Background: an optimization exercise with open tools, aiming at small area, a short achievable clock period and few clock cycles. Do not read the settings as production practice.
Only simulation tests tie the RTL to the original design; equivalence was not proved.
Power figures rest on the tool's default switching activity, not on a simulated workload.

$ cat design.v
module pred_expand (
    input  wire        clk,
    input  wire        rst,
    input  wire        cmd_valid,
    output wire        cmd_ready,
    input  wire [14:0] cmd_size,
    input  wire        in_valid,
    output wire        in_ready,
    input  wire [7:0]  in_data,
    input  wire        in_last,
    output wire        out_valid,
    input  wire        out_ready,
    output wire [7:0]  out_data,
    output wire        done_valid,
    output wire        done_err
);
    reg st_idle, st_hdr, st_res, st_zero, st_end, st_done;
    reg [14:0] remain;       
    reg [5:0]  opos;         
    reg        emit_d;
    reg [2:0]  pred;
    reg [2:0]  k;
    reg        c;
    reg        seen_last;
    reg        err;
    reg [31:0] bbuf;         
    reg [5:0]  rp;           
    reg [2:0]  wp;           
    wire [5:0] bcnt = {wp, 3'd0} - rp;    
    reg        t_valid;
    reg [8:0]  t_u;
    reg        o_valid;
    reg [7:0]  o_data;
    reg [7:0]  hist [1:7];
    wire o_free  = !o_valid || out_ready;
    wire x_take  = t_valid && o_free;
    wire t_free  = !t_valid || o_free;
    wire active  = st_hdr || st_res || st_zero;
    wire [2:0] slots = wp - rp[5:3];
    wire [3:0] rpk7  = {1'b0, rp[2:0]} + {1'b0, k};
    wire room    = !slots[2] ||
                   (st_res && t_free && (rpk7 >= 4'd7)) ||
                   (st_hdr && t_free && (rp[2:0] >= 3'd5));
    assign in_ready = !seen_last && ((active && room) || st_end);
    wire in_fire = in_valid && in_ready;
    wire [31:0] r1 = rp[0] ? {bbuf[0],    bbuf[31:1]}  : bbuf;
    wire [31:0] r2 = rp[1] ? {r1[1:0],    r1[31:2]}    : r1;
    wire [31:0] r3 = rp[2] ? {r2[3:0],    r2[31:4]}    : r2;
    wire [31:0] r4 = rp[3] ? {r3[7:0],    r3[31:8]}    : r3;
    wire [23:0] w  = rp[4] ? {r4[7:0],    r4[31:16]}   : r4[23:0];
    reg  [15:0] ones;        
    reg  [15:0] zoh;         
    reg  [6:0]  fw;          
    integer i, j;
    always @(*) begin
        for (j = 0; j < 16; j = j + 1)
            ones[j] = &(w[15:0] | ~({16{1'b1}} >> (15 - j)));
        zoh[0] = !w[0];
        for (j = 1; j < 16; j = j + 1)
            zoh[j] = !w[j] && ones[j-1];
        for (i = 0; i < 7; i = i + 1) begin
            fw[i] = 1'b0;
            for (j = 0; j < 16; j = j + 1)
                fw[i] = fw[i] | (zoh[j] & w[j + 1 + i]);
        end
    end
    wire        esc = ones[15];
    wire [3:0]  z;
    assign z[3] = ones[7];
    assign z[2] = (ones[3] && !ones[7]) || ones[11];
    assign z[1] = (ones[1] && !ones[3]) || (ones[5] && !ones[7]) ||
                  (ones[9] && !ones[11]) || ones[13];
    assign z[0] = (ones[0] && !ones[1]) || (ones[2] && !ones[3]) ||
                  (ones[4] && !ones[5]) || (ones[6] && !ones[7]) ||
                  (ones[8] && !ones[9]) || (ones[10] && !ones[11]) ||
                  (ones[12] && !ones[13]) || ones[14];
    reg  [8:0]  u_n;
    always @(*) begin
        for (i = 0; i < 9; i = i + 1)
            u_n[i] = (i < k) ? fw[i] : (i - k < 4) ? z[i - k] : 1'b0;
    end
    wire [7:0]  u_e    = w[23:16];
    wire [8:0]  u9     = esc ? {1'b0, u_e} : u_n;
    wire [6:0]  bck    = {1'b0, bcnt} - 7'd1 - {4'd0, k};
    reg  [15:0] zm;          
    always @(*) begin
        for (j = 0; j < 16; j = j + 1)
            zm[j] = !bck[6] && (bck[5:0] >= j[5:0]);
    end
    wire        have_n = |(~w[15:0] & zm);
    wire        have_e = (bcnt >= 6'd24);
    wire        have_r = have_n || (esc && have_e);
    reg  [7:0]  above_k, from_km1;
    always @(*) begin
        for (j = 0; j < 8; j = j + 1) begin
            above_k[j]  = (j > k);
            from_km1[j] = (j + 1 >= k);
        end
    end
    wire        grow   = esc ? |(u_e & above_k) : (w[0] && w[1]);
    wire        shrink = (k != 3'd0) && (esc ? !(|(u_e & from_km1)) : (!w[0] && !w[k]));
    wire [2:0]  k_inc  = (k == 3'd7) ? 3'd7 : k + 3'd1;
    wire [2:0]  k_dec  = k - 3'd1;
    wire [2:0]  k_next = grow ? k_inc : (shrink && c) ? k_dec : k;
    wire        c_next = shrink && !c && !grow;
    wire        hdr_zero = (w[2:0] == 3'd7);
    wire        have_h   = hdr_zero ? (bcnt >= 6'd3) : (bcnt >= 6'd6);
    wire act_hdr = st_hdr  && t_free;
    wire act_res = st_res  && t_free;
    wire act_zer = st_zero && t_free;
    wire take_h  = act_hdr && have_h;
    wire take_r  = act_res && have_r;
    wire starved = ((act_hdr && !have_h) || (act_res && !have_r)) && seen_last;
    wire emit    = take_r || act_zer;
    wire last_job    = emit_d ? (remain == 15'd2) : (remain == 15'd1);
    wire last_stripe = emit_d ? (opos == 6'd62)   : (opos == 6'd63);
    wire [5:0] rpk    = rp + 6'd1 + {3'd0, k};
    wire [5:0] rz3    = z[3] ? rpk + 6'd8 : rpk;
    wire [5:0] rz2    = z[2] ? rz3 + 6'd4 : rz3;
    wire [5:0] rz1    = z[1] ? rz2 + 6'd2 : rz2;
    wire [5:0] rz0    = z[0] ? rz1 + 6'd1 : rz1;
    wire [5:0] rp_res = esc ? rp + 6'd24 : rz0;
    wire [5:0] rp_hdr = rp + (hdr_zero ? 6'd3 : 6'd6);
    reg [7:0] pa;
    always @(*) begin
        case (pred)
            3'd0:    pa = o_data;
            3'd1:    pa = hist[1];
            3'd2:    pa = hist[3];
            3'd3:    pa = hist[7];
            3'd4:    pa = {o_data[6:0], 1'b0};
            default: pa = 8'd0;
        endcase
    end
    wire       p4  = (pred == 3'd4);
    wire [7:0] pb  = p4 ? ~hist[1] : 8'd0;
    wire [7:0] r   = t_u[8:1] ^ {8{t_u[0]}};
    wire [7:0] cs  = pa ^ pb ^ r;
    wire [7:0] cc  = (pa & pb) | (pa & r) | (pb & r);
    wire [7:0] cb  = {cc[6:0], p4};
    wire [4:0] slo = {1'b0, cs[3:0]} + {1'b0, cb[3:0]};
    wire [3:0] sh0 = cs[7:4] + cb[7:4];
    wire [3:0] sh1 = cs[7:4] + cb[7:4] + 4'd1;
    wire [7:0] sum = {slo[4] ? sh1 : sh0, slo[3:0]};
    reg  [7:0] x;
    always @(*) begin
        case (pred)
            3'd5:    x = t_u[7:0] ^ hist[7];
            3'd7:    x = 8'd0;
            default: x = sum;
        endcase
    end
    assign out_valid  = o_valid;
    assign out_data   = o_data;
    assign cmd_ready  = st_idle;
    assign done_valid = st_done;
    assign done_err   = err;
    integer n;
    always @(posedge clk) begin
        if (in_fire) begin
            case (wp[1:0])
                2'd0: bbuf[7:0]   <= in_data;
                2'd1: bbuf[15:8]  <= in_data;
                2'd2: bbuf[23:16] <= in_data;
                default: bbuf[31:24] <= in_data;
            endcase
        end
        if (t_free) t_u <= u9;
        if (x_take) begin
            o_data  <= x;
            hist[1] <= o_data;
            for (n = 2; n < 8; n = n + 1) hist[n] <= hist[n-1];
        end
        if (rst) begin
            st_idle   <= 1'b1;
            st_hdr    <= 1'b0;
            st_res    <= 1'b0;
            st_zero   <= 1'b0;
            st_end    <= 1'b0;
            st_done   <= 1'b0;
            pred      <= 3'd0;
            k         <= 3'd0;
            c         <= 1'b0;
            t_valid   <= 1'b0;
            o_valid   <= 1'b0;
        end else begin
            if (take_r)      rp <= rp_res;
            else if (take_h) rp <= rp_hdr;
            wp <= wp + {2'b0, in_fire};
            if (in_fire && in_last) seen_last <= 1'b1;
            if (emit)        t_valid <= 1'b1;
            else if (x_take) t_valid <= 1'b0;
            if (x_take)         o_valid <= 1'b1;
            else if (out_ready) o_valid <= 1'b0;
            if (take_h) begin
                pred <= w[2:0];
                k    <= w[5:3];
                c    <= 1'b0;
            end
            if (take_r) begin
                k <= k_next;
                c <= c_next;
            end
            emit_d <= emit;
            if (emit_d) begin
                remain <= remain - 15'd1;
                opos   <= opos + 6'd1;
            end
            if (st_idle && cmd_valid) begin
                st_idle <= 1'b0;
                st_hdr  <= 1'b1;
                remain  <= cmd_size;
            end
            if (take_h) begin
                st_hdr  <= 1'b0;
                st_zero <= hdr_zero;
                st_res  <= !hdr_zero;
            end
            if (emit && (last_job || last_stripe)) begin
                st_res  <= 1'b0;
                st_zero <= 1'b0;
                st_end  <= last_job;
                st_hdr  <= !last_job;
            end
            if (starved) begin
                err     <= 1'b1;
                st_hdr  <= 1'b0;
                st_res  <= 1'b0;
                st_end  <= 1'b1;
            end
            if (st_end && seen_last && !t_valid && o_free) begin
                st_end  <= 1'b0;
                st_done <= 1'b1;
            end
            if (st_done) begin
                st_done <= 1'b0;
                st_idle <= 1'b1;
            end
        end
        if (rst || st_idle) begin
            opos      <= 6'd0;
            emit_d    <= 1'b0;
            rp        <= 6'd0;
            wp        <= 3'd0;
            seen_last <= 1'b0;
            err       <= 1'b0;
            o_data    <= 8'd0;
            for (n = 1; n < 8; n = n + 1) hist[n] <= 8'd0;
        end
    end
endmodule
$ cat run.sh
#!/bin/bash
# synth_recipe.tcl (not shown) runs the flow's synth.tcl, then flattens the netlist and writes it again
# the make line also repeats each setting of config.mk as NAME=value (left out here)
make -C /OpenROAD-flow-scripts/flow DESIGN_CONFIG=/design/flow/config.mk WORK_HOME=/design/flow/orfs CLKGATE_MAP_FILE= SYNTH_SCRIPT=/design/flow/synth_recipe.tcl finish
$ cat config.mk
export PLATFORM = sky130hd
export DESIGN_NAME = pred_expand
export DESIGN_NICKNAME = pred_expand
export VERILOG_FILES = /design/flow/design.v
export SDC_FILE = /design/flow/constraint.sdc
export NUM_CORES = 4
export LEC_CHECK = 0
export ABC_AREA = 1
export CAP_MARGIN = 20
export CORE_MARGIN = 2
export CORE_UTILIZATION = 40
export PLACE_DENSITY = 0.6
export SETUP_SLACK_MARGIN = 2.25
export SLEW_MARGIN = 20
$ cat constraint.sdc
create_clock -name core_clock -period 6.5 [get_ports {clk}]
set_input_delay 1.3000 -clock core_clock [delete_from_list [all_inputs] [get_ports {clk}]]
set_output_delay 1.3000 -clock core_clock [all_outputs]
set_load 0.01 [all_outputs]
==> results of run 1 <==
[worst min path at each step]
stage / from / end / slack, ns / cells after the start
global route: err$_SDFFE_PP0P_ / err$_SDFFE_PP0P_ / 0.49 / 2
detailed placement: st_done$_SDFF_PP0_ / st_done$_SDFF_PP0_ / 0.45 / 1
CTS: st_done$_SDFF_PP0_ / st_done$_SDFF_PP0_ / 0.46 / 1
floorplan: opos[5]$_SDFFE_PP0P_ / opos[5]$_SDFFE_PP0P_ / 0.44 / 2
finish: st_done$_SDFF_PP0_ / st_done$_SDFF_PP0_ / 0.46 / 1
global placement: err$_SDFFE_PP0P_ / err$_SDFFE_PP0P_ / 0.44 / 2
[cells in the final DEF, fill, tap and decap left out, types with 7 or more instances in the layout]
cell type,n
sky130_fd_sc_hd__a21oi_1,85
sky130_fd_sc_hd__a221oi_1,12
sky130_fd_sc_hd__a31oi_1,21
sky130_fd_sc_hd__buf_4,17
sky130_fd_sc_hd__clkbuf_16,17
sky130_fd_sc_hd__clkdlybuf4s50_1,40
sky130_fd_sc_hd__dfxtp_1,93
sky130_fd_sc_hd__edfxtp_1,56
sky130_fd_sc_hd__fa_1,12
sky130_fd_sc_hd__ha_1,52
sky130_fd_sc_hd__inv_1,132
sky130_fd_sc_hd__inv_2,14
sky130_fd_sc_hd__nand2_1,312
sky130_fd_sc_hd__nand2_2,40
sky130_fd_sc_hd__nand2_4,13
sky130_fd_sc_hd__nand3_1,280
sky130_fd_sc_hd__nand3_2,20
sky130_fd_sc_hd__nand4_1,15
sky130_fd_sc_hd__nor2_1,168
sky130_fd_sc_hd__nor2_2,11
sky130_fd_sc_hd__nor2_4,7
sky130_fd_sc_hd__nor3_1,27
sky130_fd_sc_hd__o2111ai_1,7
sky130_fd_sc_hd__o211ai_1,11
sky130_fd_sc_hd__o21a_1,7
sky130_fd_sc_hd__o21ai_0,119
sky130_fd_sc_hd__o21ai_1,11
sky130_fd_sc_hd__o221ai_1,9
sky130_fd_sc_hd__o22ai_1,33
sky130_fd_sc_hd__or2_2,10
sky130_fd_sc_hd__xnor2_1,14
sky130_fd_sc_hd__xor2_1,27
[worst max-delay path, stage by stage]
cell,delay [ns]
sky130_fd_sc_hd__clkdlybuf4s50_1,0.41
sky130_fd_sc_hd__nor2_2,0.15
sky130_fd_sc_hd__inv_2,0.08
sky130_fd_sc_hd__nor2_4,0.12
sky130_fd_sc_hd__inv_2,0.07
sky130_fd_sc_hd__nand2_1,0.09
sky130_fd_sc_hd__nor3_1,0.05
sky130_fd_sc_hd__o32ai_1,0.13
sky130_fd_sc_hd__nand2_1,0.11
sky130_fd_sc_hd__nand2_1,0.07
sky130_fd_sc_hd__inv_1,0.05
sky130_fd_sc_hd__clkbuf_2,0.12
[Yosys cell counts, drive strengths merged (2+ instances only)]
| cell type | instances |
|---|---|
| dfxtp | 97 |
| xor2 | 31 |
| nand2 | 365 |
| nand3b | 2 |
| inv | 150 |
| o211ai | 11 |
| or2 | 10 |
| o22ai | 33 |
| clkbuf | 38 |
| or3 | 4 |
| ha | 52 |
| nand3 | 303 |
| a221oi | 12 |
| a21oi | 87 |
| nor2 | 190 |
| clkinv | 3 |
| a31oi | 21 |
| o221ai | 9 |
| buf | 36 |
| xnor2 | 17 |
| a211oi | 5 |
| fa | 12 |
| nor4 | 6 |
| o21ai | 133 |
| edfxtp | 56 |
| nor3 | 31 |
| nand4 | 16 |
| o2111ai | 7 |
| o31ai | 2 |
| o21a | 7 |
[flip-flops by register name (all words and copies together) (netlist names), 3 cells and up]
name	count
hist	56
bbuf	32
remain	15
t_u	9
o_data	8
opos	6
rp	6
k	3
pred	3
wp	3
[where the power goes]
part | internal [mW] | switching, mW | leakage [nW] | total (mW)
Sequential | 1.09 | 0.118 | 1.32 | 1.21
Clock | 0.573 | 0.381 | 0.278 | 0.953
Combinational | 0.819 | 1.68 | 4.33 | 2.50
Total | 2.48 | 2.18 | 5.93 | 4.66
[what timing repair did]
item	4_1_cts	5_1_grt
pin swaps	1	4
resized for setup	9	22
setup buffers	3	4
endpoints found under the setup margin	18	21
[logic make-up (layout without fill, tap and decap cells)]
logic type / count (synthesis) / count (layout)
and+or+nand+nor: 929 / 929
AOI/OAI and AO/OA: 337 / 337
buffers and inverters: 227 / 245
DFF: 153 / 153
adders and majority gates: 64 / 64
xor gates and xnor gates: 48 / 48
[routing by layer]
metal | up-vias | wire [um] | GRT usage
met4 | 0 | 911 | 0.0761
met2 | 388 | 16400 | 0.345
met5 | - | 0 | 0
met1 | 5677 | 17600 | 0.323
li1 | 6060 | - | -
met3 | 58 | 2410 | 0.0461
[layout make-up]
class,count,area [um2],area share
Multi-Input combinational cell,1378,7910,0.574
Tap cell,396,495,0.0360
Clock inverter,7,66.3,0.00482
Sequential cell,153,3630,0.264
Clock buffer,24,502,0.0364
Inverter,153,593,0.0431
Timing Repair Buffer,61,578,0.0420
==> results by group, run 1 <==
GRT
  – Maximum number of pins on one net before global-route repair: 69
  – Grt total ovfl: 0
  – Vias in the first global route: 11,200
  – Number of antenna violations at the first check in global routing: 0
  – Overall fraction of global-route tracks in use: 0.228
  – First-pass GRT wire length: 59,800 um

Worst hold path
  – Worst min-delay path class: flip-flop to flip-flop

Setup path
  – Crit path arrival time: 2.75 ns
  – Reg2Reg Launch Point: rp[0]$_SDFFE_PP0P_
  – Critical path required time: 5.20 ns
  – First element of the critical path: out_ready
  – Critical Path Source Type: input pin
  – Critical Setup Path Class: input pin to primary output
  – Reg2reg end: rp[5]$_SDFFE_PP0P_
  – Reg2Reg Setup Slack: 2.55 ns
  – Largest driver fanout on the critical path: 4
  – Worst Reg-to-Reg Cells: 25
  – Critical path endpoint: in_ready
  – Critical Path Sink Type: primary output

CTS
  – Clock-pin slew on the worst setup and hold paths: 0.06 ns
  – CTS hold repair buffers: 0
  – Sink Count: 153
  – Number of buffers on the longest clock path: 2
  – CTS root buf: sky130_fd_sc_hd__clkbuf_16
  – CTS tree: yes
  – Total clock buffers created by CTS: 17
  – Insertion delay to the later sink of the worst-skew pair: 0.44 ns
  – Number of H-tree levels: 4

Synth
  – Post-synthesis simple-gate area fraction: 0.359
  – Net Count, Synth: 1,851
  – Primary FF master, synth: sky130_fd_sc_hd__dfxtp_1
  – Post-synthesis sequential area ratio: 0.291
  – Share of synthesized registers carrying an async set or reset: 0
  – Compound-gate portion of the synthesized area: 0.160
  – Dominant combinational cell family by area after synthesis: simple AND/OR/NAND/NOR gates
  – Area share of fa/ha/maj cells after synthesis: 0.0715
  – Area contributors post-synth: sky130_fd_sc_hd__dfxtp_1 16%, sky130_fd_sc_hd__edfxtp_1 13%, sky130_fd_sc_hd__nand3_1 11%
  – Total of flip-flops plus latches after synthesis: 153
  – Number of library cell types mapped by synthesis: 67
  – Cell taking the most area after synthesis: sky130_fd_sc_hd__dfxtp_1
  – Area share of the largest cell type after synthesis: 0.156
  – Post-Syn Area per Cell: 7.09 um2
  – Mapped Cells: 1,758
  – Parity-gate share of the synthesized area counting xor and xnor cells: 0.0388
  – Post-synthesis mux area share: 0
  – Post-Syn Area: 12,500 um2
  – Number of enable flip-flop cells after synthesis: 56
  – Number of warning messages in the yosys log: 4

Pwr
  – Final Power: 4.66 mW
  – IR Drop Worst-Case VDD: 0.209 mV
  – Leakage power summed over all cells: 5.93 nW
  – Power per unit of standard cell area: 339 nW/um2

Timing
  – Min Tclk post-route: 4.05 ns
  – Final setup violation count: 0
  – Worst hold-check slack: 0.455 ns
  – Part of the cycle the worst path needs: 0.624
  – Max_slew headroom: 0.333
  – Number of pins exceeding their max-slew limit in the final report: 0
  – Fin worst setup slack: 2.45 ns
  – Aggregate negative setup slack: 0 ns
  – RSZ-0062 raised after global routing: true
  – Timing-limited maximum frequency: 247 MHz
  – Worst Tran Pin Value: 0.993 ns
  – Worst clock skew on the final layout: 0.0147 ns
  – Final hold violations: 0

Layout
  – Finished Core Util: 0.449
  – Fraction of layout instances using a drive strength above 1: 0.114
  – Antenna Diode Count: 0
  – Post-layout instance count excluding filler cells: 2,172
  – Final net count: 1,857
  – Filler cells: 3,115
  – Fin area: 13,800 um2
  – Area grow syn2layout: 10.4%

Floorplanning
  – Initial Util: 0.406
  – I/O pin count: 42
  – Core area: 30,700 um2
  – Number of cell rows: 64
  – Chip width: 181 um
  – DIE AREA: 32,600 um2
  – Die height: 181 um

Place
  – Worst-case setup slack after placement: 1.55 ns
  – Placer Congestion: 0.935
  – Number of placed instances with taps included: 2,134
  – IO buf count: 41
  – Dpl hpwl: 27,800 um
  – Post-DP Area: 13,100 um2

Run
  – Maximum capacitance violations: 0

Routing
  – Post-detailed-routing wire length: 37,300 um
  – Via count: 12,200
  – Wirelength per Cell: 17.2 um
  – DRT Pass-1 Iters: 7
  – Count of nets left with antenna violations after detail routing: 0
  – Drt via density: 5.61
  – Initial drt markers: 1,231
  – Count of unresolved DRC violations after routing: 0

Run status
  – Status: finished clean
Testbench counts, summed over its fixed seeds: cycles 409,183.
==> inputs of run 2 (changes only) <==
--- a/config.mk
+++ b/config.mk
@@ -10,5 +10,5 @@
 export CORE_MARGIN = 2
 export CORE_UTILIZATION = 40
 export PLACE_DENSITY = 0.6
-export SETUP_SLACK_MARGIN = 2.25
+export SETUP_SLACK_MARGIN = 2
 export SLEW_MARGIN = 20
==> run 2 against run 1 <==
  * Wire length down 0.26%
  * Flip-flop and latch count unchanged
  * Critical endpoint is now rp[5]$_SDFFE_PP0P_
  * Largest power group unchanged
  * Highest routed layer unchanged
  * Largest cell class unchanged
  * Critical path type is now flip-flop to flip-flop
  * Critical path depth up 9
==> results by group, run 2 <==
Run status
  – Status: finished clean

GRT
  – Overall fraction of global-route tracks in use: 0.228
  – First-pass GRT wire length: 59,800 um
  – Grt total ovfl: 0
  – Vias in the first global route: 11,200
  – Number of antenna violations at the first check in global routing: 0
  – Maximum number of pins on one net before global-route repair: 69

Floorplanning
  – Initial Util: 0.406
  – Core area: 30,700 um2
  – DIE AREA: 32,600 um2
  – I/O pin count: 42
  – Number of cell rows: 64
  – Die height: 181 um
  – Chip width: 181 um

Synth
  – Cell taking the most area after synthesis: sky130_fd_sc_hd__dfxtp_1
  – Share of synthesized registers carrying an async set or reset: 0
  – Total of flip-flops plus latches after synthesis: 153
  – Leading cell types by count after synthesis: 314 x sky130_fd_sc_hd__nand2_1, 280 x sky130_fd_sc_hd__nand3_1, 173 x sky130_fd_sc_hd__nor2_1
  – Mapped Cells: 1,758
  – Number of library cell types mapped by synthesis: 67
  – Count leader, synth: sky130_fd_sc_hd__nand2_1
  – Number of enable flip-flop cells after synthesis: 56
  – Area share of the largest cell type after synthesis: 0.156
  – Number of warning messages in the yosys log: 4
  – Post-synthesis sequential area ratio: 0.291
  – Area contributors post-synth: sky130_fd_sc_hd__dfxtp_1 16%, sky130_fd_sc_hd__edfxtp_1 13%, sky130_fd_sc_hd__nand3_1 11%
  – Primary FF master, synth: sky130_fd_sc_hd__dfxtp_1
  – Post-Syn Area: 12,500 um2
  – Net Count, Synth: 1,851
  – Post-Syn Area per Cell: 7.09 um2

Run
  – Maximum capacitance violations: 0

CTS
  – Sink Count: 153
  – CTS tree: yes
  – Total clock buffers created by CTS: 17
  – CTS hold repair buffers: 0
  – Insertion delay to the later sink of the worst-skew pair: 0.44 ns
  – Number of H-tree levels: 4
  – CTS root buf: sky130_fd_sc_hd__clkbuf_16
  – Clock-pin slew on the worst setup and hold paths: 0.06 ns
  – Number of buffers on the longest clock path: 2

Pwr
  – Final Power: 4.62 mW
  – IR Drop Worst-Case VDD: 0.209 mV
  – Leakage power summed over all cells: 5.91 nW
  – Power per unit of standard cell area: 337 nW/um2

Setup path
  – Largest driver fanout on the critical path: 19
  – Critical path endpoint: rp[5]$_SDFFE_PP0P_
  – Reg2reg end: rp[5]$_SDFFE_PP0P_
  – Crit path arrival time: 4.47 ns
  – Critical Path Source Type: flip-flop
  – First element of the critical path: k[2]$_SDFFE_PP0P_
  – Critical Setup Path Class: flip-flop to flip-flop
  – Reg2Reg Setup Slack: 2.32 ns
  – Critical Path Sink Type: flip-flop
  – Reg2Reg Launch Point: k[2]$_SDFFE_PP0P_
  – Worst Reg-to-Reg Cells: 21
  – Critical path required time: 6.79 ns

Timing
  – Number of pins exceeding their max-slew limit in the final report: 0
  – Worst hold-check slack: 0.455 ns
  – Worst Tran Pin Value: 0.996 ns
  – Final setup violation count: 0
  – Max_slew headroom: 0.331
  – Aggregate negative setup slack: 0 ns
  – Min Tclk post-route: 4.18 ns
  – Fin worst setup slack: 2.32 ns
  – Worst clock skew on the final layout: 0.0127 ns
  – Part of the cycle the worst path needs: 0.643
  – Timing-limited maximum frequency: 239 MHz
  – Final hold violations: 0
  – RSZ-0062 raised after global routing: true

Layout
  – Sequential cell area: 3620 um2
  – Area of the multi-input gates: 7880 um2
  – Fraction of layout instances using a drive strength above 1: 0.107
  – Final net count: 1,852
  – Largest registers in the final layout: hist (56), bbuf (32), remain (15)
  – Largest reg by FF count: hist
  – Antenna Diode Count: 0
  – Flip-flop count of the largest register, all copies and words added: 56
  – Fin area: 13,700 um2
  – Most frequent cells in the layout: 314 x sky130_fd_sc_hd__nand2_1, 280 x sky130_fd_sc_hd__nand3_1, 169 x sky130_fd_sc_hd__nor2_1
  – Most common cell after layout, fill and taps aside: sky130_fd_sc_hd__nand2_1
  – Area grow syn2layout: 9.92%
  – Filler cells: 3,124

Place
  – Dpl hpwl: 27,800 um
  – IO buf count: 41
  – Placer Congestion: 0.935
  – Worst-case setup slack after placement: 1.55 ns
  – Post-DP Area: 13,100 um2

Routing
  – Initial drt markers: 1,271
  – Wirelength per Cell: 17.1 um
  – Post-detailed-routing wire length: 37,200 um
  – DRT Pass-1 Iters: 6
  – Via count: 12,200
  – Drt via density: 5.61
  – Count of unresolved DRC violations after routing: 0
  – Count of nets left with antenna violations after detail routing: 0

Worst hold path
  – Number of stages on the worst hold path: 1
  – Worst min-delay path class: flip-flop to flip-flop
==> run 2: where the power goes <==
part	leakage [nW]	switching [mW]	internal [mW]
Combinational	4.31	1.67	0.794
Sequential	1.32	0.119	1.09
Clock	0.278	0.380	0.573
Total	5.91	2.17	2.46
==> run 2: cell type report <==
class,count,area share
Sequential cell,153,0.265
Clock inverter,7,0.00484
Clock buffer,24,0.0366
Multi-Input combinational cell,1378,0.575
Inverter,153,0.0433
Timing Repair Buffer,56,0.0395
Tap cell,396,0.0362
==> run 2: worst min path at each step <==
stage,start,end,slack [ns]
floorplan,opos[5]$_SDFFE_PP0P_,opos[5]$_SDFFE_PP0P_,0.44
global placement,err$_SDFFE_PP0P_,err$_SDFFE_PP0P_,0.44
detailed placement,st_done$_SDFF_PP0_,st_done$_SDFF_PP0_,0.45
CTS,st_done$_SDFF_PP0_,st_done$_SDFF_PP0_,0.46
global route,err$_SDFFE_PP0P_,err$_SDFFE_PP0P_,0.49
finish,st_done$_SDFF_PP0_,st_done$_SDFF_PP0_,0.46
==> run 2: metrics by stage <==
step / utilization / instances
final: 0.447 / 2167
after global routing: 0.447 / 2167
after CTS: 0.445 / 2167
after detailed placement: 0.426 / 2134
after global placement: 0.426 / 2133
after floorplan: - / 1758
==> run 2: logic make-up (layout without fill, tap and decap cells) <==
group	after synthesis	after routing	synth area share
XOR/XNOR	48	48	0.0388
flip-flops	153	153	0.291
AO/OA/AOI/OAI	337	337	0.160
AND/OR/NAND/NOR	929	929	0.359
buffers and inverters	227	240	0.0806
adder cells (fa/ha/maj)	64	64	0.0715
==> run 2: timing repair <==
item                                    4_1_cts  5_1_grt
endpoints found under the setup margin       13       20
buffers inserted                              2        0
gates resized for setup                       4       14
==> run 2: layer usage <==
layer / vias to the layer above / share of wire / GRT usage
li1: 6053 / - / -
met1: 5665 / 0.47 / 0.322
met2: 378 / 0.44 / 0.346
met3: 58 / 0.066 / 0.0461
met4: 0 / 0.025 / 0.0761
met5: - / 0 / 0
==> run 2: worst max-delay path, stage by stage, from the launching register on <==
cell                      delay [ns]
sky130_fd_sc_hd__dfxtp_1        0.82
sky130_fd_sc_hd__inv_1          0.48
sky130_fd_sc_hd__ha_1           0.47
sky130_fd_sc_hd__nand2_1        0.08
sky130_fd_sc_hd__nand2_1        0.04
sky130_fd_sc_hd__a31oi_1        0.24
sky130_fd_sc_hd__nand2_2        0.10
sky130_fd_sc_hd__xnor2_2        0.24
sky130_fd_sc_hd__and2_2         0.31
sky130_fd_sc_hd__o21ai_0        0.12
sky130_fd_sc_hd__nand3_1        0.08
sky130_fd_sc_hd__nand2_1        0.08
sky130_fd_sc_hd__inv_2          0.05
sky130_fd_sc_hd__nand2_2        0.05
sky130_fd_sc_hd__nor2_4         0.12
sky130_fd_sc_hd__nand3_4        0.11
sky130_fd_sc_hd__nand2_4        0.20
sky130_fd_sc_hd__nand2_4        0.10
sky130_fd_sc_hd__nand2_1        0.13
sky130_fd_sc_hd__nor2_1         0.06
sky130_fd_sc_hd__nand2_1        0.07
sky130_fd_sc_hd__a21oi_2        0.05
==> inputs of run 3 (changes only) <==
--- a/config.mk
+++ b/config.mk
@@ -10,5 +10,5 @@
 export CORE_MARGIN = 2
 export CORE_UTILIZATION = 40
 export PLACE_DENSITY = 0.6
-export SETUP_SLACK_MARGIN = 2
+export SETUP_SLACK_MARGIN = 2.75
 export SLEW_MARGIN = 20
==> run 3 against run 2 <==
  * Critical path depth is 9 lower
  * Synthesized area unchanged
  * Highest routed layer unchanged
  * Wire length increased by 7.3%
  * Fmax is 13% higher
  * Critical endpoint is now in_ready
  * Critical path type is now input pin to primary output
  * Combinational power grew 13%
  * Clock-buffer cell count unchanged
==> results by group, run 3 <==
GRT
  – Number of antenna violations at the first check in global routing: 0
  – Grt total ovfl: 0
  – Overall fraction of global-route tracks in use: 0.236
  – Maximum number of pins on one net before global-route repair: 69
  – First-pass GRT wire length: 61,800 um
  – Vias in the first global route: 11,500

Layout
  – Largest reg by FF count: hist
  – Post-layout instance count excluding filler cells: 2,236
  – Most common cell after layout, fill and taps aside: sky130_fd_sc_hd__nand2_1
  – Final net count: 1,921
  – Finished Core Util: 0.483
  – Flip-flop count of the largest register, all copies and words added: 56
  – Most frequent cells in the layout: 306 x sky130_fd_sc_hd__nand2_1, 263 x sky130_fd_sc_hd__nand3_1, 164 x sky130_fd_sc_hd__nor2_1
  – Fraction of layout instances using a drive strength above 1: 0.174
  – Antenna Diode Count: 0
  – Area grow syn2layout: 18.9%
  – Largest registers in the final layout: hist (56), bbuf (32), remain (15)

CTS
  – Total clock buffers created by CTS: 17
  – Number of buffers on the longest clock path: 2
  – Clock-pin slew on the worst setup and hold paths: 0.06 ns
  – CTS root buf: sky130_fd_sc_hd__clkbuf_16
  – CTS tree: yes
  – Number of H-tree levels: 4
  – Sink Count: 153
  – Insertion delay to the later sink of the worst-skew pair: 0.44 ns

Worst hold path
  – Min-Delay Startpoint: st_done$_SDFF_PP0_
  – Worst-case hold path end point: st_done$_SDFF_PP0_
  – Worst min-delay path class: flip-flop to flip-flop
  – Number of stages on the worst hold path: 1

Floorplanning
  – Chip width: 181 um
  – Number of cell rows: 64
  – Core area: 30,700 um2
  – Initial Util: 0.406
  – DIE AREA: 32,600 um2
  – Die height: 181 um
  – I/O pin count: 42

Timing
  – Timing-limited maximum frequency: 270 MHz
  – RSZ-0062 raised after global routing: true
  – Fin worst setup slack: 2.79 ns
  – Final setup violation count: 0
  – Aggregate negative setup slack: 0 ns
  – Part of the cycle the worst path needs: 0.571
  – Max_slew headroom: 0.299
  – Worst Tran Pin Value: 1.04 ns
  – Number of pins exceeding their max-slew limit in the final report: 0
  – Min Tclk post-route: 3.71 ns
  – Worst clock skew on the final layout: 0.0148 ns
  – Final hold violations: 0

Synth
  – Post-Syn Area per Cell: 7.09 um2
  – Post-synthesis sequential area ratio: 0.291
  – Number of warning messages in the yosys log: 4
  – Number of enable flip-flop cells after synthesis: 56
  – Leading cell types by count after synthesis: 314 x sky130_fd_sc_hd__nand2_1, 280 x sky130_fd_sc_hd__nand3_1, 173 x sky130_fd_sc_hd__nor2_1
  – Cell taking the most area after synthesis: sky130_fd_sc_hd__dfxtp_1
  – Post-Syn Area: 12,500 um2
  – Net Count, Synth: 1,851
  – Primary FF master, synth: sky130_fd_sc_hd__dfxtp_1
  – Area share of the largest cell type after synthesis: 0.156
  – Total of flip-flops plus latches after synthesis: 153
  – Number of library cell types mapped by synthesis: 67
  – Mapped Cells: 1,758
  – Area contributors post-synth: sky130_fd_sc_hd__dfxtp_1 16%, sky130_fd_sc_hd__edfxtp_1 13%, sky130_fd_sc_hd__nand3_1 11%
  – Count leader, synth: sky130_fd_sc_hd__nand2_1
  – Share of synthesized registers carrying an async set or reset: 0

Routing
  – Initial drt markers: 1,375
  – Count of unresolved DRC violations after routing: 0
  – Via count: 12,700
  – Count of nets left with antenna violations after detail routing: 0
  – Wirelength per Cell: 17.8 um
  – DRT Pass-1 Iters: 6
  – Drt via density: 5.67
  – Post-detailed-routing wire length: 39,800 um

Pwr
  – Leakage power summed over all cells: 6.37 nW
  – IR Drop Worst-Case VDD: 0.210 mV
  – Final Power: 4.95 mW
  – Power per unit of standard cell area: 334 nW/um2

Place
  – Worst-case setup slack after placement: 1.55 ns
  – IO buf count: 41
  – Dpl hpwl: 27,800 um
  – Number of placed instances with taps included: 2,134
  – Placer Congestion: 0.935

Setup path
  – Critical Path Sink Type: primary output
  – Crit path arrival time: 2.41 ns
  – Reg2Reg Setup Slack: 2.87 ns
  – Critical Setup Path Class: input pin to primary output
  – Reg2reg end: rp[5]$_SDFFE_PP0P_
  – Critical Path Source Type: input pin
  – Reg2Reg Launch Point: rp[0]$_SDFFE_PP0P_
  – Largest driver fanout on the critical path: 4
  – Critical path required time: 5.20 ns
  – Worst Reg-to-Reg Cells: 25

Run
  – Maximum capacitance violations: 0

Run status
  – Status: finished clean
## run 3: cell counts after synthesis
Identical to the previous run, type by type.
## run 3: critical path, stage by stage
cell and delay, ns:
sky130_fd_sc_hd__clkbuf_2 0.09, sky130_fd_sc_hd__nor2_2 0.14, sky130_fd_sc_hd__inv_2 0.08, sky130_fd_sc_hd__nor2_4 0.12, sky130_fd_sc_hd__inv_4 0.07, sky130_fd_sc_hd__nand2_4 0.06
sky130_fd_sc_hd__o21ai_2 0.08, sky130_fd_sc_hd__o32ai_2 0.13, sky130_fd_sc_hd__nand2_1 0.10, sky130_fd_sc_hd__nand2_1 0.07, sky130_fd_sc_hd__inv_1 0.04, sky130_fd_sc_hd__buf_2 0.13
## run 3: how the worst max path moves through the flow
stage	startpoint	endpoint	slack (ns)	depth (start not counted)
after floorplan	out_ready	in_ready	2.94	10
after CTS	rp[2]$_SDFFE_PP0P_	in_ready	2.73	12
final	out_ready	in_ready	2.79	12
after global placement	out_ready	in_ready	1.63	12
after detailed placement	out_ready	in_ready	1.55	12
after global routing	rp[0]$_SDFFE_PP0P_	rp[5]$_SDFFE_PP0P_	2.66	27
## run 3: cell families after synthesis
logic type               synth area share
adder cells (fa/ha/maj)            0.0715
XOR/XNOR                           0.0388
buffers and inverters              0.0806
AO/OA/AOI/OAI                       0.160
flip-flops                          0.291
AND/OR/NAND/NOR                     0.359
## run 3: routing by layer
| layer | vias to the layer above | track usage | routed length, um |
|---|---|---|---|
| met2 | 491 | 0.365 | 17900 |
| met1 | 5911 | 0.326 | 18000 |
| li1 | 6188 | - | - |
| met3 | 86 | 0.0479 | 2790 |
| met5 | - | 0 | 0 |
| met4 | 0 | 0.0839 | 1170 |
## run 3: cell type report
| class | count | area (um2) |
|---|---|---|
| clock inverter | 7 | 66.3 |
| multi-input combinational | 1380 | 8240 |
| sequential | 153 | 3650 |
| timing repair inverter | 1 | 11.3 |
| fill | 3030 | 15800 |
| tap | 396 | 495 |
| clock buffer | 24 | 502 |
| timing repair buffer | 122 | 1220 |
| inverter | 153 | 641 |
## run 3: metrics by stage
step                      cell area [um2]  hold slack (ns)
after global placement              13100            0.443
after floorplan                     12500            0.439
after global routing                14800            0.486
after detailed placement            13100            0.454
final                               14800            0.459
after CTS                           14100            0.464
## run 3: power by group
group / total (mW) / internal (mW) / switching (mW)
combinational: 2.78 / 0.972 / 1.81
sequential: 1.22 / 1.10 / 0.120
clock: 0.957 / 0.573 / 0.384
total: 4.95 / 2.64 / 2.31
## run 3: what timing repair did
action	in CTS	in global routing
cloned	3	6
setup endpoints to repair	53	35
setup buffers	30	32
hold buffers	0	0
resized for setup	56	81
pin swaps	9	21
==> inputs of run 4 (changes only) <==
--- a/config.mk
+++ b/config.mk
@@ -10,5 +10,5 @@
 export CORE_MARGIN = 2
 export CORE_UTILIZATION = 40
 export PLACE_DENSITY = 0.6
-export SETUP_SLACK_MARGIN = 2.75
+export SETUP_SLACK_MARGIN = 2.5
 export SLEW_MARGIN = 20
==> run 4 against run 3 <==
  * Critical path type is now flip-flop to flip-flop
  * Core utilization fell by 2.3 points
  * Setup slack got worse by 0.087 ns
  * Clock skew barely moved
  * Sequential share of layout area grew 1.2 points
  * Clock power hardly changed
  * Die area unchanged
  * Flip-flop and latch count did not move
  * Hold slack got worse by 0.0042 ns
  * Largest cell class unchanged
  * Via count is 2.3% lower
  * Wire length shrank 3.3%
  * Still clean on timing, DRC and antenna
  * Sequential power hardly changed
==> results by group, run 4 <==
CTS
  – Number of buffers on the longest clock path: 2
  – Sink Count: 153
  – CTS tree: yes
  – Insertion delay to the later sink of the worst-skew pair: 0.44 ns
  – Total clock buffers created by CTS: 17
  – CTS root buf: sky130_fd_sc_hd__clkbuf_16
  – Clock-pin slew on the worst setup and hold paths: 0.06 ns
  – Number of H-tree levels: 4

GRT
  – Met1 track demand over resource in global routing: 0.323
  – First-pass GRT wire length: 60,100 um
  – GR Layer Usage met2: 0.347
  – GR Layer Usage met3: 0.0465
  – Overall fraction of global-route tracks in use: 0.229
  – Grt total ovfl: 0
  – Busiest layer in global routing: met2
  – Vias in the first global route: 11,200
  – Maximum number of pins on one net before global-route repair: 69
  – Number of antenna violations at the first check in global routing: 0

Timing
  – Worst hold-check slack: 0.455 ns
  – Timing-limited maximum frequency: 263 MHz
  – Worst Tran Pin Value: 0.986 ns
  – Fin worst setup slack: 2.70 ns
  – Max_slew headroom: 0.338
  – Worst clock skew on the final layout: 0.0143 ns
  – RSZ-0062 raised after global routing: false
  – Final hold violations: 0
  – Part of the cycle the worst path needs: 0.584
  – Final setup violation count: 0
  – Aggregate negative setup slack: 0 ns
  – Min Tclk post-route: 3.80 ns
  – Number of pins exceeding their max-slew limit in the final report: 0

Setup path
  – Reg2Reg Launch Point: rp[2]$_SDFFE_PP0P_
  – Largest driver fanout on the critical path: 37
  – Crit path top cell by count: sky130_fd_sc_hd__nand2_1
  – Critical path required time: 6.79 ns
  – Max stage delay cell, worst path: sky130_fd_sc_hd__inv_4
  – First element of the critical path: rp[2]$_SDFFE_PP0P_
  – Critical Path Sink Type: flip-flop
  – Worst path max stage delay: 0.36 ns
  – Crit-path cells: clkbuf_8 > inv_4 > nand3_1 > nand3_1 > nand3_1 > nand2_1 > nand2_2 > nor2_8 > nand2_4 > nand2_1 > nand2_1 > ha_1 > inv_1 > nand2_1 > nand2_2 > xnor2_2 > inv_1 > nand3_1 > nand2_1 > nand3_1 > nand2_1 > nand2_1 > a21oi_2
  – Reg2Reg Setup Slack: 2.70 ns
  – Critical Path Source Type: flip-flop
  – Critical Setup Path Class: flip-flop to flip-flop
  – Crit path arrival time: 4.09 ns

Place
  – Number of placed instances with taps included: 2,134
  – IO buf count: 41
  – Dpl hpwl: 27,800 um
  – Post-DP Area: 13,100 um2
  – Placer Congestion: 0.935
  – Worst-case setup slack after placement: 1.55 ns

Pwr
  – Final Power: 4.77 mW
  – Net Sw Frac: 0.469
  – Power share of the clock group: 0.201
  – Seq pwr share: 0.255
  – Switching power: 2.24 mW
  – Power per unit of standard cell area: 338 nW/um2
  – Leakage power summed over all cells: 6.10 nW
  – Combinational group share of total power: 0.544
  – IR Drop Worst-Case VDD: 0.210 mV
  – P_int: 2.53 mW

Synth
  – Post-synthesis sequential area ratio: 0.291
  – Area contributors post-synth: sky130_fd_sc_hd__dfxtp_1 16%, sky130_fd_sc_hd__edfxtp_1 13%, sky130_fd_sc_hd__nand3_1 11%
  – Number of library cell types mapped by synthesis: 67
  – Share of synthesized registers carrying an async set or reset: 0
  – Area share of the largest cell type after synthesis: 0.156
  – Count leader, synth: sky130_fd_sc_hd__nand2_1
  – Net Count, Synth: 1,851
  – Primary FF master, synth: sky130_fd_sc_hd__dfxtp_1
  – Mapped Cells: 1,758
  – Number of warning messages in the yosys log: 4
  – Cell taking the most area after synthesis: sky130_fd_sc_hd__dfxtp_1
  – Total of flip-flops plus latches after synthesis: 153
  – Post-Syn Area per Cell: 7.09 um2
  – Number of enable flip-flop cells after synthesis: 56
  – Post-Syn Area: 12,500 um2
  – Leading cell types by count after synthesis: 314 x sky130_fd_sc_hd__nand2_1, 280 x sky130_fd_sc_hd__nand3_1, 173 x sky130_fd_sc_hd__nor2_1

Floorplanning
  – I/O pin count: 42
  – Die height: 181 um
  – Number of cell rows: 64
  – Chip width: 181 um
  – Core area: 30,700 um2
  – Initial Util: 0.406
  – DIE AREA: 32,600 um2

Layout
  – Fraction of layout instances using a drive strength above 1: 0.130
  – Most frequent cells in the layout: 310 x sky130_fd_sc_hd__nand2_1, 278 x sky130_fd_sc_hd__nand3_1, 168 x sky130_fd_sc_hd__nor2_1
  – Area grow syn2layout: 13.2%
  – Fin area: 14,100 um2
  – Post-layout instance count excluding filler cells: 2,193
  – Largest registers in the final layout: hist (56), bbuf (32), remain (15)
  – Final net count: 1,878
  – Filler cells: 3,102
  – Flip-flop count of the largest register, all copies and words added: 56
  – Most common cell after layout, fill and taps aside: sky130_fd_sc_hd__nand2_1
  – Sequential cell area: 3640 um2
  – Area of the multi-input gates: 7990 um2
  – Finished Core Util: 0.460
  – Largest reg by FF count: hist
  – Antenna Diode Count: 0

Routing
  – Drt via density: 5.65
  – Count of nets left with antenna violations after detail routing: 0
  – Count of unresolved DRC violations after routing: 0
  – Wirelength per Cell: 17.6 um
  – DRT Pass-1 Iters: 7
  – Via count: 12,400
  – Post-detailed-routing wire length: 38,500 um
  – Initial drt markers: 1,218

Worst hold path
  – Min-Delay Startpoint: st_done$_SDFF_PP0_
  – Worst min-delay path class: flip-flop to flip-flop

Run status
  – Status: finished clean

Run
  – Maximum capacitance violations: 0
run 4: cell counts after synthesis:
No cell type changed its count.
run 4: timing repair:
item,4_1_cts,5_1_grt
hold endpoints to repair,0,0
pin swaps,3,8
setup endpoints to repair,35,24
gates resized for setup,27,36
setup buffers,7,17
cloned,0,4
hold buffers,0,0
run 4: final cells by class:
cell class | instances | share of cell area
Tap cell | 396 | 0.0351
Multi-Input combinational cell | 1379 | 0.566
Inverter | 153 | 0.0427
Sequential cell | 153 | 0.258
Clock inverter | 7 | 0.00470
Timing Repair Buffer | 81 | 0.0582
Clock buffer | 24 | 0.0355
run 4: cells by family after synthesis:
family                     after synthesis  share of synthesized area
AOI/OAI and AO/OA                      337                      0.160
xor gates and xnor gates                48                     0.0388
adders and majority gates               64                     0.0715
buffers and inverters                  227                     0.0806
DFF                                    153                      0.291
and+or+nand+nor                        929                      0.359
run 4: routing by layer:
layer,part of all wire,vias to the layer above
li1,-,6106
met1,0.46,5775
met2,0.44,437
met3,0.065,63
met4,0.026,0
met5,0,-
run 4: critical path, delay by kind of cell (launching register included):
kind,cells,cell delay (ns)
buf+inv,4,0.74
simple gates,16,1.92
compound gates,1,0.05
fa+ha+maj,1,0.29
flops,1,0.30
xor+xnor,1,0.29
run 4: path summary, 6_finish.rpt:
path	to	cells after the start
max	rp[5]$_SDFFE_PP0P_	23
min	st_done$_SDFF_PP0_	1
max reg2reg	rp[5]$_SDFFE_PP0P_	23
min reg2reg	st_done$_SDFF_PP0_	1
run 4: power by group through the flow:
stage / sequential (mW) / clock (mW) / combinational, mW
finish: 1.22 / 0.957 / 2.59
global route: 1.23 / 1.02 / 2.86
CTS: 1.21 / 0.978 / 2.43
detailed placement: 1.22 / 0 / 2.40
global placement: 1.22 / 0 / 2.38
floorplan: 1.16 / 0 / 1.85
==> inputs of run 5 (changes only) <==
--- a/design.v
+++ b/design.v
@@ -38,10 +38,12 @@
     wire active  = st_hdr || st_res || st_zero;
     wire [2:0] slots = wp - rp[5:3];
     wire [3:0] rpk7  = {1'b0, rp[2:0]} + {1'b0, k};
-    wire room    = !slots[2] ||
-                   (st_res && t_free && (rpk7 >= 4'd7)) ||
-                   (st_hdr && t_free && (rp[2:0] >= 3'd5));
-    assign in_ready = !seen_last && ((active && room) || st_end);
+    wire room_ext    = (st_res && (rpk7 >= 4'd7)) || (st_hdr && (rp[2:0] >= 3'd5));
+    wire t_free_reg  = !t_valid || !o_valid;
+    wire rdy_base    = !seen_last && ((active && !slots[2]) || st_end);
+    wire rdy_if_free = !seen_last && active && room_ext;
+    wire rdy_now     = rdy_base || (rdy_if_free && t_free_reg);
+    assign in_ready  = rdy_now || (rdy_if_free && out_ready);
     wire in_fire = in_valid && in_ready;
     wire [31:0] r1 = rp[0] ? {bbuf[0],    bbuf[31:1]}  : bbuf;
     wire [31:0] r2 = rp[1] ? {r1[1:0],    r1[31:2]}    : r1;
--- a/config.mk
+++ b/config.mk
@@ -10,5 +10,5 @@
 export CORE_MARGIN = 2
 export CORE_UTILIZATION = 40
 export PLACE_DENSITY = 0.6
-export SETUP_SLACK_MARGIN = 2.5
+export SETUP_SLACK_MARGIN = 2.25
 export SLEW_MARGIN = 20
==> run 5 against run 4 <==
  * Still clean on timing, DRC and antenna
  * Design area fell by 5.8%
  * Fmax down 6.9%
  * First-iteration DRC count fell by 8.5%
  * Synthesized area fell by 4.4%
  * Global-route usage barely moved
  * Critical path type unchanged
  * Largest cell class unchanged
==> results by group, run 5 <==
Run status
  – Status: finished clean

Synth
  – Total of flip-flops plus latches after synthesis: 153
  – Net Count, Synth: 1,820
  – Post-Syn Area: 11,900 um2
  – Number of enable flip-flop cells after synthesis: 56
  – Number of library cell types mapped by synthesis: 59
  – Primary FF master, synth: sky130_fd_sc_hd__dfxtp_1
  – Post-synthesis sequential area ratio: 0.304
  – Number of warning messages in the yosys log: 4
  – Leading cell types by count after synthesis: 325 x sky130_fd_sc_hd__nand2_1, 280 x sky130_fd_sc_hd__nand3_1, 177 x sky130_fd_sc_hd__nor2_1
  – Mapped Cells: 1,727
  – Post-Syn Area per Cell: 6.90 um2
  – Count leader, synth: sky130_fd_sc_hd__nand2_1
  – Area share of the largest cell type after synthesis: 0.163
  – Share of synthesized registers carrying an async set or reset: 0
  – Area contributors post-synth: sky130_fd_sc_hd__dfxtp_1 16%, sky130_fd_sc_hd__edfxtp_1 14%, sky130_fd_sc_hd__nand3_1 12%
  – Cell taking the most area after synthesis: sky130_fd_sc_hd__dfxtp_1

Routing
  – Via count: 12,000
  – Count of nets left with antenna violations after detail routing: 0
  – DRT Pass-1 Iters: 5
  – Count of unresolved DRC violations after routing: 0
  – Wirelength per Cell: 16.5 um
  – Initial drt markers: 1,114
  – Drt via density: 5.60
  – Post-detailed-routing wire length: 35,300 um

Timing
  – Worst hold-check slack: 0.455 ns
  – Max_slew headroom: 0.312
  – Min Tclk post-route: 4.08 ns
  – Fin worst setup slack: 2.42 ns
  – Aggregate negative setup slack: 0 ns
  – Number of pins exceeding their max-slew limit in the final report: 0
  – Worst Tran Pin Value: 1.02 ns
  – Timing-limited maximum frequency: 245 MHz
  – Final hold violations: 0
  – Worst clock skew on the final layout: 0.0185 ns
  – Part of the cycle the worst path needs: 0.628
  – RSZ-0062 raised after global routing: true
  – Final setup violation count: 0

Layout
  – Fin area: 13,300 um2
  – Most common cell after layout, fill and taps aside: sky130_fd_sc_hd__nand2_1
  – Largest registers in the final layout: hist (56), bbuf (32), remain (15)
  – Flip-flop count of the largest register, all copies and words added: 56
  – Most frequent cells in the layout: 321 x sky130_fd_sc_hd__nand2_1, 280 x sky130_fd_sc_hd__nand3_1, 171 x sky130_fd_sc_hd__nor2_1
  – Sequential cell area: 3630 um2
  – Post-layout instance count excluding filler cells: 2,140
  – Final net count: 1,830
  – Antenna Diode Count: 0
  – Finished Core Util: 0.451
  – Fraction of layout instances using a drive strength above 1: 0.0771
  – Area of the multi-input gates: 7310 um2
  – Area grow syn2layout: 11.6%
  – Filler cells: 3,055
  – Largest reg by FF count: hist

Place
  – IO buf count: 41
  – Dpl hpwl: 26,000 um
  – Number of placed instances with taps included: 2,097
  – Placer Congestion: 0.972
  – Post-DP Area: 12,600 um2
  – Worst-case setup slack after placement: 1.56 ns

CTS
  – Number of H-tree levels: 4
  – Insertion delay to the later sink of the worst-skew pair: 0.45 ns
  – Total clock buffers created by CTS: 17
  – Sink Count: 153
  – CTS root buf: sky130_fd_sc_hd__clkbuf_16
  – Clock-pin slew on the worst setup and hold paths: 0.07 ns
  – CTS hold repair buffers: 0
  – Number of buffers on the longest clock path: 2
  – CTS tree: yes

Floorplanning
  – Chip width: 177 um
  – Die height: 177 um
  – I/O pin count: 42
  – Number of cell rows: 63
  – Initial Util: 0.404
  – DIE AREA: 31,200 um2
  – Core area: 29,500 um2

Setup path
  – Largest driver fanout on the critical path: 39
  – Worst Reg-to-Reg Cells: 26
  – Critical Setup Path Class: flip-flop to flip-flop
  – Critical path required time: 6.89 ns
  – Critical Path Sink Type: flip-flop
  – Reg2Reg Setup Slack: 2.42 ns
  – Critical Path Source Type: flip-flop
  – Crit path arrival time: 4.47 ns

Pwr
  – Final Power: 3.39 mW
  – Power per unit of standard cell area: 255 nW/um2
  – IR Drop Worst-Case VDD: 0.189 mV
  – Leakage power summed over all cells: 5.85 nW

GRT
  – Maximum number of pins on one net before global-route repair: 68
  – Overall fraction of global-route tracks in use: 0.229
  – First-pass GRT wire length: 57,000 um
  – Grt total ovfl: 0
  – Vias in the first global route: 10,800
  – Number of antenna violations at the first check in global routing: 0

Worst hold path
  – Worst min-delay path class: flip-flop to flip-flop
  – Number of stages on the worst hold path: 1

Run
  – Maximum capacitance violations: 0
[run 5: cell types whose count changed in the layout (fill, tap and decap cells not counted), moves of 6 or more]
cell,before,now
sky130_fd_sc_hd__nand2_2,41,14
sky130_fd_sc_hd__nand3_2,22,3
sky130_fd_sc_hd__inv_1,132,159
sky130_fd_sc_hd__buf_4,30,22
sky130_fd_sc_hd__nand4_1,15,21
sky130_fd_sc_hd__a31oi_1,20,11
sky130_fd_sc_hd__clkbuf_8,6,0
sky130_fd_sc_hd__nand2_1,310,321
[run 5: power breakdown]
part / switching (mW) / total (mW) / internal (mW)
combinational: 0.848 / 1.29 / 0.444
sequential: 0.0708 / 1.12 / 1.05
clock: 0.463 / 0.975 / 0.511
total: 1.38 / 3.39 / 2.01
[run 5: worst max-delay path, cell delays in order, from the launching register on]
cell and delay [ns]:
sky130_fd_sc_hd__dfxtp_1 0.44, sky130_fd_sc_hd__buf_12 0.23, sky130_fd_sc_hd__inv_8 0.12, sky130_fd_sc_hd__ha_1 0.23
sky130_fd_sc_hd__xnor2_1 0.22, sky130_fd_sc_hd__ha_1 0.33, sky130_fd_sc_hd__nand2_1 0.09, sky130_fd_sc_hd__nand2_1 0.07
sky130_fd_sc_hd__a31oi_2 0.25, sky130_fd_sc_hd__nand2_1 0.09, sky130_fd_sc_hd__nand2_1 0.06, sky130_fd_sc_hd__nand2_1 0.07
sky130_fd_sc_hd__nor2_4 0.17, sky130_fd_sc_hd__nand2_1 0.10, sky130_fd_sc_hd__inv_1 0.09, sky130_fd_sc_hd__o21ai_1 0.07
sky130_fd_sc_hd__nand3_1 0.07, sky130_fd_sc_hd__nand2_1 0.05, sky130_fd_sc_hd__nor3_1 0.26, sky130_fd_sc_hd__nand3_2 0.18
sky130_fd_sc_hd__nand2_4 0.20, sky130_fd_sc_hd__inv_2 0.14, sky130_fd_sc_hd__nand2_1 0.09, sky130_fd_sc_hd__nand3_2 0.12
sky130_fd_sc_hd__nand2_1 0.11, sky130_fd_sc_hd__nand2_1 0.06, sky130_fd_sc_hd__nor2_1 0.09
[run 5: what timing repair did]
action / CTS / global route
cloned: 1 / 0
resized for setup: 8 / 24
setup endpoints to repair: 10 / 28
buffers inserted: 4 / 6
pin swaps: 2 / 2
[run 5: layout make-up]
class | count | share of cell area
multi-input combinational | 1322 | 0.549
sequential | 153 | 0.273
inverter | 176 | 0.0510
timing repair buffer | 66 | 0.0467
tap | 390 | 0.0367
clock buffer | 17 | 0.0320
clock inverter | 15 | 0.0113
timing repair inverter | 1 | 0.000564
[run 5: worst paths after layout]
path,endpoint,start
setup / recovery,rp[2]$_SDFFE_PP0P_,rp[0]$_SDFFE_PP0P_
hold / removal,opos[5]$_SDFFE_PP0P_,opos[5]$_SDFFE_PP0P_
setup reg to reg,rp[2]$_SDFFE_PP0P_,rp[0]$_SDFFE_PP0P_
hold reg to reg,opos[5]$_SDFFE_PP0P_,opos[5]$_SDFFE_PP0P_
[run 5: cell families after synthesis]
group / Yosys count / share of synthesized area
buffers and inverters: 252 / 0.0892
adder cells (fa/ha/maj): 64 / 0.0747
multiplexers: 2 / 0.00168
XOR/XNOR: 46 / 0.0351
flip-flops: 153 / 0.304
AO/OA/AOI/OAI: 329 / 0.161
AND/OR/NAND/NOR: 881 / 0.334
[run 5: per-layer routing]
| layer | part of all wire | vias up | track usage |
|---|---|---|---|
| li1 | - | 5925 | - |
| met2 | 0.44 | 416 | 0.348 |
| met4 | 0.026 | 0 | 0.0837 |
| met5 | 0 | - | 0 |
| met3 | 0.055 | 58 | 0.0352 |
| met1 | 0.48 | 5580 | 0.326 |
Testbench counts of run 5, summed over its fixed seeds: cycles 409,183.
==> inputs of run 6 (changes only) <==
--- a/config.mk
+++ b/config.mk
@@ -10,5 +10,5 @@
 export CORE_MARGIN = 2
 export CORE_UTILIZATION = 40
 export PLACE_DENSITY = 0.6
-export SETUP_SLACK_MARGIN = 2.25
+export SETUP_SLACK_MARGIN = 2.5
 export SLEW_MARGIN = 20
==> run 6 against run 5 <==
  * Critical path type is now input pin to primary output
  * Fmax increased by 6.8%
  * Still clean
  * Core utilization increased by 1.2 points
  * Synthesized cell count unchanged
  * Design area increased by 2.6%
==> results by group, run 6 <==
Setup path
  – Reg2Reg Launch Point: rp[0]$_SDFFE_PP0P_
  – Crit-path cells: dlygate4sd2_1 > nor2_4 > inv_2 > nor2_4 > inv_2 > nand2_2 > inv_2 > a21oi_2 > o21ai_2 > nand2_1 > inv_1 > clkbuf_2
  – Largest driver fanout on the critical path: 4
  – Crit path arrival time: 2.52 ns
  – Worst path max stage delay: 0.26 ns
  – Critical path required time: 5.20 ns
  – Max stage delay cell, worst path: sky130_fd_sc_hd__dlygate4sd2_1
  – Critical Path Source Type: input pin
  – Critical Setup Path Class: input pin to primary output
  – First element of the critical path: out_ready
  – Critical Path Sink Type: primary output
  – Crit path top cell by count: sky130_fd_sc_hd__inv_2

CTS
  – Insertion delay to the later sink of the worst-skew pair: 0.44 ns
  – CTS hold repair buffers: 0
  – Total clock buffers created by CTS: 17
  – Number of H-tree levels: 4
  – Sink Count: 153
  – CTS tree: yes
  – Number of buffers on the longest clock path: 2
  – Clock-pin slew on the worst setup and hold paths: 0.07 ns
  – CTS root buf: sky130_fd_sc_hd__clkbuf_16

Place
  – Placer Congestion: 0.972
  – Dpl hpwl: 26,000 um
  – IO buf count: 41

Pwr
  – Seq pwr share: 0.328
  – Power per unit of standard cell area: 252 nW/um2
  – Combinational group share of total power: 0.389
  – Power share of the clock group: 0.283
  – Net Sw Frac: 0.410
  – Switching power: 1.41 mW
  – P_int: 2.03 mW
  – Leakage power summed over all cells: 5.95 nW
  – IR Drop Worst-Case VDD: 0.178 mV

Layout
  – Largest registers in the final layout: hist (56), bbuf (32), remain (15)
  – Final net count: 1,842
  – Fraction of layout instances using a drive strength above 1: 0.0959
  – Most common cell after layout, fill and taps aside: sky130_fd_sc_hd__nand2_1
  – Sequential cell area: 3640 um2
  – Most frequent cells in the layout: 317 x sky130_fd_sc_hd__nand2_1, 279 x sky130_fd_sc_hd__nand3_1, 170 x sky130_fd_sc_hd__nor2_1
  – Area grow syn2layout: 14.5%
  – Filler cells: 3,011
  – Antenna Diode Count: 0
  – Largest reg by FF count: hist
  – Area of the multi-input gates: 7450 um2
  – Flip-flop count of the largest register, all copies and words added: 56

GRT
  – Maximum number of pins on one net before global-route repair: 68
  – First-pass GRT wire length: 57,200 um
  – Vias in the first global route: 10,900
  – Overall fraction of global-route tracks in use: 0.230
  – Number of antenna violations at the first check in global routing: 0
  – Grt total ovfl: 0

Timing
  – Final setup violation count: 0
  – Number of pins exceeding their max-slew limit in the final report: 0
  – RSZ-0062 raised after global routing: false
  – Max_slew headroom: 0.318
  – Part of the cycle the worst path needs: 0.588
  – Aggregate negative setup slack: 0 ns
  – Worst hold-check slack: 0.452 ns
  – Timing-limited maximum frequency: 262 MHz
  – Worst clock skew on the final layout: 0.0146 ns
  – Worst Tran Pin Value: 1.02 ns
  – Final hold violations: 0
  – Min Tclk post-route: 3.82 ns

Routing
  – Initial drt markers: 1,142
  – Via count: 12,100
  – Post-detailed-routing wire length: 36,500 um
  – Wirelength per Cell: 17.0 um
  – Count of unresolved DRC violations after routing: 0
  – Count of nets left with antenna violations after detail routing: 0
  – Drt via density: 5.64
  – DRT Pass-1 Iters: 6

Synth
  – Net Count, Synth: 1,820
  – Area share of the largest cell type after synthesis: 0.163
  – Post-Syn Area per Cell: 6.90 um2
  – Post-Syn Area: 11,900 um2
  – Number of enable flip-flop cells after synthesis: 56
  – Area contributors post-synth: sky130_fd_sc_hd__dfxtp_1 16%, sky130_fd_sc_hd__edfxtp_1 14%, sky130_fd_sc_hd__nand3_1 12%
  – Count leader, synth: sky130_fd_sc_hd__nand2_1
  – Mapped Cells: 1,727
  – Cell taking the most area after synthesis: sky130_fd_sc_hd__dfxtp_1
  – Number of warning messages in the yosys log: 4
  – Total of flip-flops plus latches after synthesis: 153
  – Primary FF master, synth: sky130_fd_sc_hd__dfxtp_1
  – Share of synthesized registers carrying an async set or reset: 0
  – Post-synthesis sequential area ratio: 0.304
  – Number of library cell types mapped by synthesis: 59
  – Leading cell types by count after synthesis: 325 x sky130_fd_sc_hd__nand2_1, 280 x sky130_fd_sc_hd__nand3_1, 177 x sky130_fd_sc_hd__nor2_1

Floorplanning
  – Die height: 177 um
  – I/O pin count: 42
  – Chip width: 177 um
  – DIE AREA: 31,200 um2
  – Initial Util: 0.404
  – Number of cell rows: 63
  – Core area: 29,500 um2

Run
  – Maximum capacitance violations: 0

Worst hold path
  – Min-Delay Startpoint: opos[5]$_SDFFE_PP0P_
  – Worst min-delay path class: flip-flop to flip-flop

Run status
  – Status: finished clean
-- run 6: worst paths after layout --
check	endpoint	slack (ns)	depth (start not counted)
max	in_ready	2.68	12
min	opos[5]$_SDFFE_PP0P_	0.45	1
max reg2reg	t_u[4]$_DFFE_PN_	2.71	22
min reg2reg	opos[5]$_SDFFE_PP0P_	0.45	1
-- run 6: kinds of logic after synthesis --
family	share of synthesized area
simple gates	0.334
mux	0.00168
buf+inv	0.0892
fa+ha+maj	0.0747
compound gates	0.161
flops	0.304
xor+xnor	0.0351
-- run 6: per-stage QoR --
stage          worst slack, ns  total power [mW]  instances   util  area (um2)
6_report                  2.68              3.44       2152  0.463       13600
4_1_cts                   2.44              3.39       2140  0.450       13300
3_3_place_gp              1.57              2.37       2096  0.426       12500
3_5_place_dp              1.56              2.38       2097  0.426       12600
5_1_grt                   2.49              3.65       2152  0.463       13600
2_1_floorplan             2.93              2.05       1727      -       11900
-- run 6: timing repair --
action,4_1_cts,5_1_grt
pin swaps,4,8
buffers inserted,10,8
cloned,1,4
setup endpoints to repair,29,28
gates resized for setup,26,61
-- run 6: layout make-up --
type / instances / area share
clock inverters: 15 / 0.0110
repair buffers: 77 / 0.0576
inverters: 176 / 0.0512
clock buffers: 17 / 0.0312
multi-input cells: 1323 / 0.546
well taps: 390 / 0.0358
flip-flops and latches: 153 / 0.267
repair inverters: 1 / 0.000550
-- run 6: layer usage --
metal | vias to the layer above | global-route usage | wire length [um]
li1 | 5946 | - | -
met1 | 5645 | 0.326 | 17100
met2 | 479 | 0.349 | 16100
met3 | 69 | 0.0352 | 2340
met4 | 0 | 0.0895 | 1010
met5 | - | 0 | 0
-- run 6: critical path, delay by kind of cell --
| kind | cells | cell delay (ns) |
|---|---|---|
| compound gates | 2 | 0.23 |
| buf+inv | 6 | 0.62 |
| simple gates | 4 | 0.39 |
-- run 6: power groups by stage --
stage	registers [mW]	logic, mW	clock network, mW
final	1.13	1.34	0.974
after global routing	1.13	1.48	1.04
after CTS	1.12	1.27	0.996
after detailed placement	1.14	1.23	0
after global placement	1.14	1.23	0
after floorplan	1.11	0.943	0

## separate check: timing with driven ports
The flow's constraints put no driver on any port. The routed layouts listed below were extracted and timed again, unchanged, in two steps.
Step 1 assumes that a clkbuf_16 drives the clock port and a buf_2 every other input.
Step 2 adds t to the input delays and takes it off the output delays; t is the mean of the earliest and latest rising clock arrival at the registers after step 1. Input paths then give back, and output paths get back, about the clock's delay inside the block.
Three values: no drivers, after step 1, after step 2; two values: the first two.
run	t, ns	setup WS [ns]	hold slack, ns	worst slew at a driven data input, ns
run 1	0.487	2.446 / 2.425 / 2.425	0.455 / 0.455 / 0.455	0.03
run 2	0.487	2.322 / 2.317 / 2.317	0.455 / 0.455 / 0.455	0.03
run 3	0.491	2.790 / 2.769 / 2.362	0.459 / 0.459 / 0.459	0.03
run 4	0.489	2.703 / 2.676 / 2.628	0.455 / 0.455 / 0.455	0.03
run 5	0.491	2.420 / 2.420 / 2.420	0.455 / 0.455 / 0.455	0.04
run 6	0.488	2.679 / 2.654 / 2.654	0.452 / 0.452 / 0.452	0.04
After both steps setup and hold are still met in every run listed. For run 3, which loses most, drivers alone change the setup slack by -0.021 ns; drivers and shift together by -0.428 ns.
